Background: an optimization exercise with open tools, aiming at small area, a short achievable clock period and few clock cycles per item. Do not read the settings as production practice. At most, simulation tests tie the RTL to the original design; equivalence was not proved. Power figures rest on the tool's default switching activity, not on a simulated workload.

// fpu32
module fpu32 (
    input  wire        clk,
    input  wire        rst,
    input  wire        in_valid,
    input  wire [3:0]  in_op,
    input  wire [1:0]  in_rm,
    input  wire        in_cnan,
    input  wire [31:0] in_a,
    input  wire [31:0] in_b,
    input  wire [31:0] in_c,
    output wire        out_valid,
    output wire [31:0] out_result,
    output wire [4:0]  out_flags
);
For scale: about 630 flip-flops, about 140 I/O pins.
==> flow/config.mk <==
export PLATFORM = sky130hd
export DESIGN_NAME = fpu32
export DESIGN_NICKNAME = fpu32
export VERILOG_FILES = /design/flow/design.v
export SDC_FILE = /design/flow/constraint.sdc
export NUM_CORES = 4
export LEC_CHECK = 0
export CAP_MARGIN = 20
export CORE_MARGIN = 2
export CORE_UTILIZATION = 40
export CTS_CLUSTER_DIAMETER = 100
export CTS_CLUSTER_SIZE = 25
export SLEW_MARGIN = 20
==> flow/constraint.sdc <==
create_clock -name core_clock -period 11.5 [get_ports {clk}]
set_input_delay 2.3000 -clock core_clock [delete_from_list [all_inputs] [get_ports {clk}]]
set_output_delay 2.3000 -clock core_clock [all_outputs]
set_load 0.01 [all_outputs]
standard.sh (not shown) runs the stock make flow with config.mk's settings and CLKGATE_MAP_FILE= SYNTH_SCRIPT=/design/flow/synth_recipe.tcl, a recipe that flattens the netlist after the stock synthesis.
==> flow/flow/run.sh <==
#!/bin/bash
# Layout flow: the standard synthesis unchanged, then the standard ORFS
# layout steps with a larger setup margin for the resizer's timing repair,
# so that it keeps improving paths well below the 11.5 ns clock.
set -euo pipefail
MARGIN=$(cat flow/margin.txt)
bash standard.sh synth > synth.log 2>&1
bash standard.sh SETUP_SLACK_MARGIN=$MARGIN finish > layout.log 2>&1
==> flow/flow/margin.txt <==
7.5
Testbench counts at the start, summed over its fixed seeds: cycles 16,048, items 16,000.
Edit:
--- a/flow/design.v
+++ b/flow/design.v
@@ -57,29 +57,26 @@
         end
     endgenerate
     reg  [1:0]  rm1;
     reg         cnan1, arith1, addsub1, mul1, zneg1, max1, neg1, abs1;
     reg  [31:0] x1, y1, z1;
     reg         xn, zn;
     reg  [12:0] bo1;
     reg  [11:0] bt1, bn1;
-    reg  [9:0]  sabm1;
-    reg  [8:0]  dab1;
-    reg  [7:0]  ezb1;
+    reg  [8:0]  sab1, dab1;
     always @(posedge clk) begin
         rm1 <= in_rm; cnan1 <= in_cnan;
         arith1 <= is_arith; addsub1 <= op_addsub; mul1 <= op_mul; zneg1 <= z_neg;
         max1 <= (in_op == OP_FMAX); neg1 <= (in_op == OP_FNEG); abs1 <= (in_op == OP_FABS);
         x1 <= in_a; y1 <= y0; z1 <= z0;
         xn <= !za; zn <= hz0;
         bo1 <= bo0; bt1 <= bt0; bn1 <= bn0;
-        sabm1 <= {2'b0, ea0} + {2'b0, eb0} - 10'd100;
+        sab1 <= {1'b0, ea0} + {1'b0, eb0};
         dab1 <= {1'b0, ea0} - {1'b0, eb0};
-        ezb1 <= op_mul ? 8'd1 : (op_fmas ? {in_c[30:24], in_c[23] | zc} : eb0);
     end
     wire [31:0] a = x1, b = y1;      
     wire [31:0] x = x1, y = y1, z = z1;
     wire        z_real = !mul1;
     wire x_expmax = (x[30:23] == 8'hFF);
     wire y_expmax = (y[30:23] == 8'hFF);
     wire z_expmax = (z[30:23] == 8'hFF);
     wire x_zero = (x[30:0] == 31'b0);
@@ -172,20 +169,20 @@
     wire        inv1   = arith1 ? sp_inv : misc_inv;
     wire        vh     = (v[30:23] != 8'd0);
     wire        expff1 = take1 && (v[30:23] == 8'hFF);
     wire [8:0]  evb    = {1'b0, v[30:24], v[23] | !vh};
     wire [23:0] mx = {xn, x1[22:0]};
     wire [23:0] mz = {zn, z1[22:0]};
     wire [74:0] ps_w, pc_w;
     fpu32_mul u_mul (.mx(mx), .bo(bo1), .bt(bt1), .bn(bn1), .ps(ps_w), .pc(pc_w));
-    wire [7:0]  ezb = ezb1;
-    wire signed [10:0] sh_fma = $signed({sabm1[9], sabm1}) - $signed({3'b0, ezb});
+    wire [7:0]  ezb = {z1[30:24], z1[23] | !zn};
+    wire signed [10:0] sh_fma = $signed({2'b0, sab1}) - $signed({3'b0, ezb}) - 11'sd100;
     wire signed [10:0] sh_add = $signed({{2{dab1[8]}}, dab1}) + 11'sd27;
-    wire signed [10:0] sh_mul = $signed({sabm1[9], sabm1}) - 11'sd1;
+    wire signed [10:0] sh_mul = $signed({2'b0, sab1}) - 11'sd101;
     wire signed [10:0] sh = addsub1 ? sh_add : (mul1 ? sh_mul : sh_fma);
     wire        clamp1 = sh[10];
     wire [8:0]  eb = {1'b0, ezb} + (clamp1 ? 9'd0 : sh[8:0]);
     wire [75:0] awr = {mz, 52'b0} >> sh[6:0];
     wire [75:0] aw  = sh[10] ? {mz, 52'b0} : ((sh[9:7] != 3'b0) ? 76'b0 : awr);
     wire [75:0] zi  = aw ^ {76{esub1}};
     reg  [4:0]  tz;
     integer i;
Maximum frequency drops by 3.6%.
Non-clock buffer count rises by 32.
Cell area rose by 0.88%.
Critical path depth goes up by 8.
Worst hold slack barely changes.
Worst setup slack gets worse by 0.15 ns.
Power goes up by 5.8%.
Register-to-register slack loses 0.15 ns.
No functional check of the RTL was part of the second run of this note.

========
== 11-03 ==
fpu32, a different RTL version from the one above (not shown whole).
Size in the first run: about 5700 cells after synthesis, roughly 0.050 mm2 of cells after synthesis.
## fpu32
module fpu32 (
    input  wire        clk,
    input  wire        rst,
    input  wire        in_valid,
    input  wire [3:0]  in_op,
    input  wire [1:0]  in_rm,
    input  wire        in_cnan,
    input  wire [31:0] in_a,
    input  wire [31:0] in_b,
    input  wire [31:0] in_c,
    output wire        out_valid,
    output wire [31:0] out_result,
    output wire [4:0]  out_flags
);
    localparam C0 = 1;   
    localparam C1 = 1;   
    localparam C2 = 1;   
    localparam C3 = 1;   
    localparam C4 = 1;   
    localparam C5 = 1;   
    localparam C6 = 1;   
    localparam [3:0] OP_FADD = 4'h0, OP_FSUB = 4'h1, OP_FMUL = 4'h2,
                     OP_FMA  = 4'h5, OP_FMS  = 4'h6, OP_FMAX = 4'h8,
                     OP_FNEG = 4'h9, OP_FABS = 4'hA;
    localparam [1:0] RNE = 2'd0, RTZ = 2'd1, RDN = 2'd2, RUP = 2'd3;
    localparam [31:0] DEFAULT_NAN = 32'h7FC0_0000;
    localparam [31:0] ONE         = 32'h3F80_0000;
    localparam NST = C0 + C1 + C2 + C3 + C4 + C5 + C6;
    reg [NST-1:0] vpipe;
    always @(posedge clk) begin
        if (rst) vpipe <= {NST{1'b0}};
        else     vpipe <= {vpipe[NST-2:0], in_valid};
    end
    assign out_valid = vpipe[NST-1];
    wire [3:0]  op;
    wire [1:0]  rm0;
    wire        cnan;
    wire [31:0] a, b, c;
    generate if (C0) begin : g_c0
        reg [3:0]  q_op;
        reg [1:0]  q_rm;
        reg        q_cnan;
        reg [31:0] q_a, q_b, q_c;
        always @(posedge clk) begin
            q_op <= in_op; q_rm <= in_rm; q_cnan <= in_cnan;
            q_a <= in_a; q_b <= in_b; q_c <= in_c;
        end
        assign op = q_op; assign rm0 = q_rm; assign cnan = q_cnan;
        assign a = q_a; assign b = q_b; assign c = q_c;
    end else begin : g_c0n
  ...
==> flow/config.mk <==
export PLATFORM = sky130hd
export DESIGN_NAME = fpu32
export DESIGN_NICKNAME = fpu32
export VERILOG_FILES = /design/flow/design.v
export SDC_FILE = /design/flow/constraint.sdc
export NUM_CORES = 4
export LEC_CHECK = 0
export CAP_MARGIN = 20
export CORE_MARGIN = 2
export CORE_UTILIZATION = 40
export SLEW_MARGIN = 20
==> flow/constraint.sdc <==
create_clock -name core_clock -period 11.5 [get_ports {clk}]
set_input_delay 2.3000 -clock core_clock [delete_from_list [all_inputs] [get_ports {clk}]]
set_output_delay 2.3000 -clock core_clock [all_outputs]
set_load 0.01 [all_outputs]
Scripts as last shown in full above: flow/flow/run.sh, flow/flow/margin.txt
Relative to 11-03, the following input files were edited for 01-08:
--- a/flow/design.v
+++ b/flow/design.v
@@ -158,24 +158,23 @@
     wire [31:0] v     = is_arith ? sp_res : misc_res;
     wire        inv0  = is_arith ? sp_inv : misc_inv;
     wire        expff = take && (v[30:23] == 8'hFF);
     wire [31:0] X  = take ? v : x;
     wire [31:0] Y  = take ? ONE : y;
     wire [31:0] Z  = take ? {v[31], 31'b0} : z;
     wire        Zn = take ? 1'b0 : z_neg;
     wire [7:0]  ea = {a[30:24], a[23] | (a[30:23] == 8'd0)};
     wire [7:0]  ebx = {b[30:24], b[23] | (b[30:23] == 8'd0)};
     wire [7:0]  ec = {c[30:24], c[23] | (c[30:23] == 8'd0)};
-    wire signed [10:0] sh_fma = $signed({3'b0, ea}) + $signed({3'b0, ebx}) - $signed({3'b0, ec}) - 11'sd100;
-    wire signed [10:0] sh_add = $signed({3'b0, ea}) - $signed({3'b0, ebx}) + 11'sd27;
-    wire signed [10:0] sh_mul = $signed({3'b0, ea}) + $signed({3'b0, ebx}) - 11'sd101;
-    wire signed [10:0] sh = op_addsub ? sh_add : (op_mul ? sh_mul : sh_fma);
+    wire [7:0]  eyv = op_addsub ? 8'd127 : ebx;
+    wire [7:0]  ezv = op_mul ? 8'd1 : (op_fmas ? ec : ebx);
+    wire signed [10:0] sh = $signed({3'b0, ea}) + $signed({3'b0, eyv}) - $signed({3'b0, ezv}) - 11'sd100;
     wire        clamp0 = sh[10] && !take;
     wire [6:0]  shc0 = sh[10] ? 7'd0 : ((sh[9:7] != 3'b0) ? 7'd127 : sh[6:0]);
     wire        Xn = (X[30:23] != 8'd0);
     wire        Yn = (Y[30:23] != 8'd0);
     wire        Zh = (Z[30:23] != 8'd0);
     localparam W1 = 2 + 1 + 1 + 1 + 32 * 3 + 3 + 1 + 7;
     wire [W1-1:0] c1_d = {rm0, expff, inv0, Zn, X, Y, Z, Xn, Yn, Zh, clamp0, shc0};
     wire [W1-1:0] c1_q;
     generate if (C1) begin : g_c1
         reg [W1-1:0] q; always @(posedge clk) q <= c1_d; assign c1_q = q;
@@ -212,55 +211,40 @@
         assign c2_q = c2_d;
     end endgenerate
     wire [1:0]  rm2; wire expff2, inv2;
     wire [49:0] ps2, pc2; wire [75:0] zi2; wire ast2, sp2, sz2, esub2; wire [8:0] eb2;
     assign {rm2, expff2, inv2, ps2, pc2, zi2, ast2, sp2, sz2, esub2, eb2} = c2_q;
     wire [76:0] oa = {25'h1FF_FFFF, ps2, 2'b0};    
     wire [76:0] ob = {27'b0, pc2, 2'b0};
     wire [76:0] oc = {1'b0, zi2};
     wire [76:0] s3 = oa ^ ob ^ oc;
     wire [76:0] c3 = {(oa[75:0] & ob[75:0]) | (oa[75:0] & oc[75:0]) | (ob[75:0] & oc[75:0]), 1'b0};
-    wire [76:0] t0, pall_unused;
+    wire [76:0] t0, pall77;
     wire        co_unused;
-    fpu32_add u_add (.a(s3), .b(c3), .s(t0), .pall(pall_unused), .co(co_unused));
+    fpu32_add u_add (.a(s3), .b(c3), .s(t0), .pall(pall77), .co(co_unused));
     wire        cout = t0[76];
-    wire        incr = esub2 & !ast2 & cout;
+    wire [75:0] pall = pall77[75:0];
+    wire        incr = esub2 & !ast2;
     wire        neg  = esub2 & !cout;
+    wire [75:0] mag  = t0[75:0] ^ (cout ? (pall & {76{incr}}) : {76{esub2}});
     wire        rsign = neg ? sz2 : sp2;
-    localparam W3 = 2 + 1 + 1 + 76 + 1 + 1 + 1 + 1 + 1 + 9;
-    wire [W3-1:0] c3_d = {rm2, expff2, inv2, t0[75:0], incr, neg, ast2, rsign, esub2, eb2};
+    localparam W3 = 2 + 1 + 1 + 76 + 1 + 1 + 1 + 9;
+    wire [W3-1:0] c3_d = {rm2, expff2, inv2, mag, ast2, rsign, esub2, eb2};
     wire [W3-1:0] c3_q;
     generate if (C3) begin : g_c3
         reg [W3-1:0] q; always @(posedge clk) q <= c3_d; assign c3_q = q;
     end else begin : g_c3n
         assign c3_q = c3_d;
     end endgenerate
     wire [1:0]  rm3; wire expff3, inv3;
-    wire [75:0] t3; wire incr3, neg3, ast3, rsign3, esub3; wire [8:0] eb3;
-    assign {rm3, expff3, inv3, t3, incr3, neg3, ast3, rsign3, esub3, eb3} = c3_q;
-    wire [75:0] tall;      
-    genvar gi;
-    generate
-        wire [9:0] blk;
-        wire [9:0] bpre;
-        for (gi = 0; gi < 10; gi = gi + 1) begin : g_blk
-            if (gi < 9) assign blk[gi] = &t3[8*gi+7:8*gi];
-            else        assign blk[gi] = &t3[75:72];
-            if (gi == 0) assign bpre[gi] = 1'b1;
-            else         assign bpre[gi] = &blk[gi-1:0];
-        end
-        for (gi = 0; gi < 76; gi = gi + 1) begin : g_tall
-            if (gi % 8 == 0) assign tall[gi] = bpre[gi/8];
-            else             assign tall[gi] = bpre[gi/8] & (&t3[gi-1:(gi/8)*8]);
-        end
-    endgenerate
-    wire [75:0] mag3 = t3 ^ ((tall & {76{incr3}}) | {76{neg3}});
+    wire [75:0] mag3; wire ast3, rsign3, esub3; wire [8:0] eb3;
+    assign {rm3, expff3, inv3, mag3, ast3, rsign3, esub3, eb3} = c3_q;
     wire ezero3 = (mag3 == 76'b0) && !ast3;
     reg [75:0] mk;
     integer k;
     always @(*) begin
         for (k = 0; k < 76; k = k + 1)
             mk[k] = (eb3 == 9'd76 - k[8:0]);
     end
     wire [127:0] lzin = {mag3 | mk, 52'b0};
     reg [127:0]  zl [0:7];
     reg [6:0]    cl [0:7][0:127];
Results
01-08 has completed all stages; timing, DRC and antenna checks passed. [compare] base=11-03 new=01-08: total global-route track usage down 0.62 points; final worst hold slack down 0.0058 ns. Iteration-0 DRC count of the detailed router grows by a few percent when moving from 11-03 to 01-08. Diff 11-03 -> 01-08: share of cell area taken by muxes after synthesis -0.42 points; overall die width went down 3.1%; cell area fell by 4.7%.
Testbench counts of 01-08, summed over its fixed seeds: cycles 16,056, items 16,000.
Function not checked in 11-03: the RTL went through the layout flow alone.

## port drivers added, routing unchanged
The flow's constraints put no driver on any port. The routed layouts listed below were extracted and timed again, unchanged, in two steps. Step 1 assumes that a clkbuf_16 drives the clock port and a buf_2 every other input. Step 2 also shifts input and output timing later by t, the mid clock arrival at the registers, as if the neighbouring blocks saw the same clock. Slacks: ideal ports / drivers / drivers and shift; pairs: ideal ports / drivers.
run | shift t [ns] | setup slack, ns | clock arrival spread, ns | worst register clock-pin slew, ns | cell pins on the clock port's net
the first run of note 1 | 0.709 | 7.559 / 7.559 / 6.929 | 0.058 / 0.058 | 0.11 / 0.11 | 1
the second run of note 1 | 0.712 | 7.411 / 7.411 / 6.840 | 0.053 / 0.053 | 0.11 / 0.11 | 1
11-03 | 0.755 | 6.919 / 6.919 / 6.919 | 0.036 / 0.036 | 0.07 / 0.07 | 1
01-08 | 0.733 | 7.482 / 7.482 / 7.482 | 0.045 / 0.046 | 0.07 / 0.07 | 1
After both steps every run listed still meets setup and hold. For the first run of note 1, which loses most, drivers alone change the setup slack by 0.000 ns; drivers and shift together by -0.630 ns.
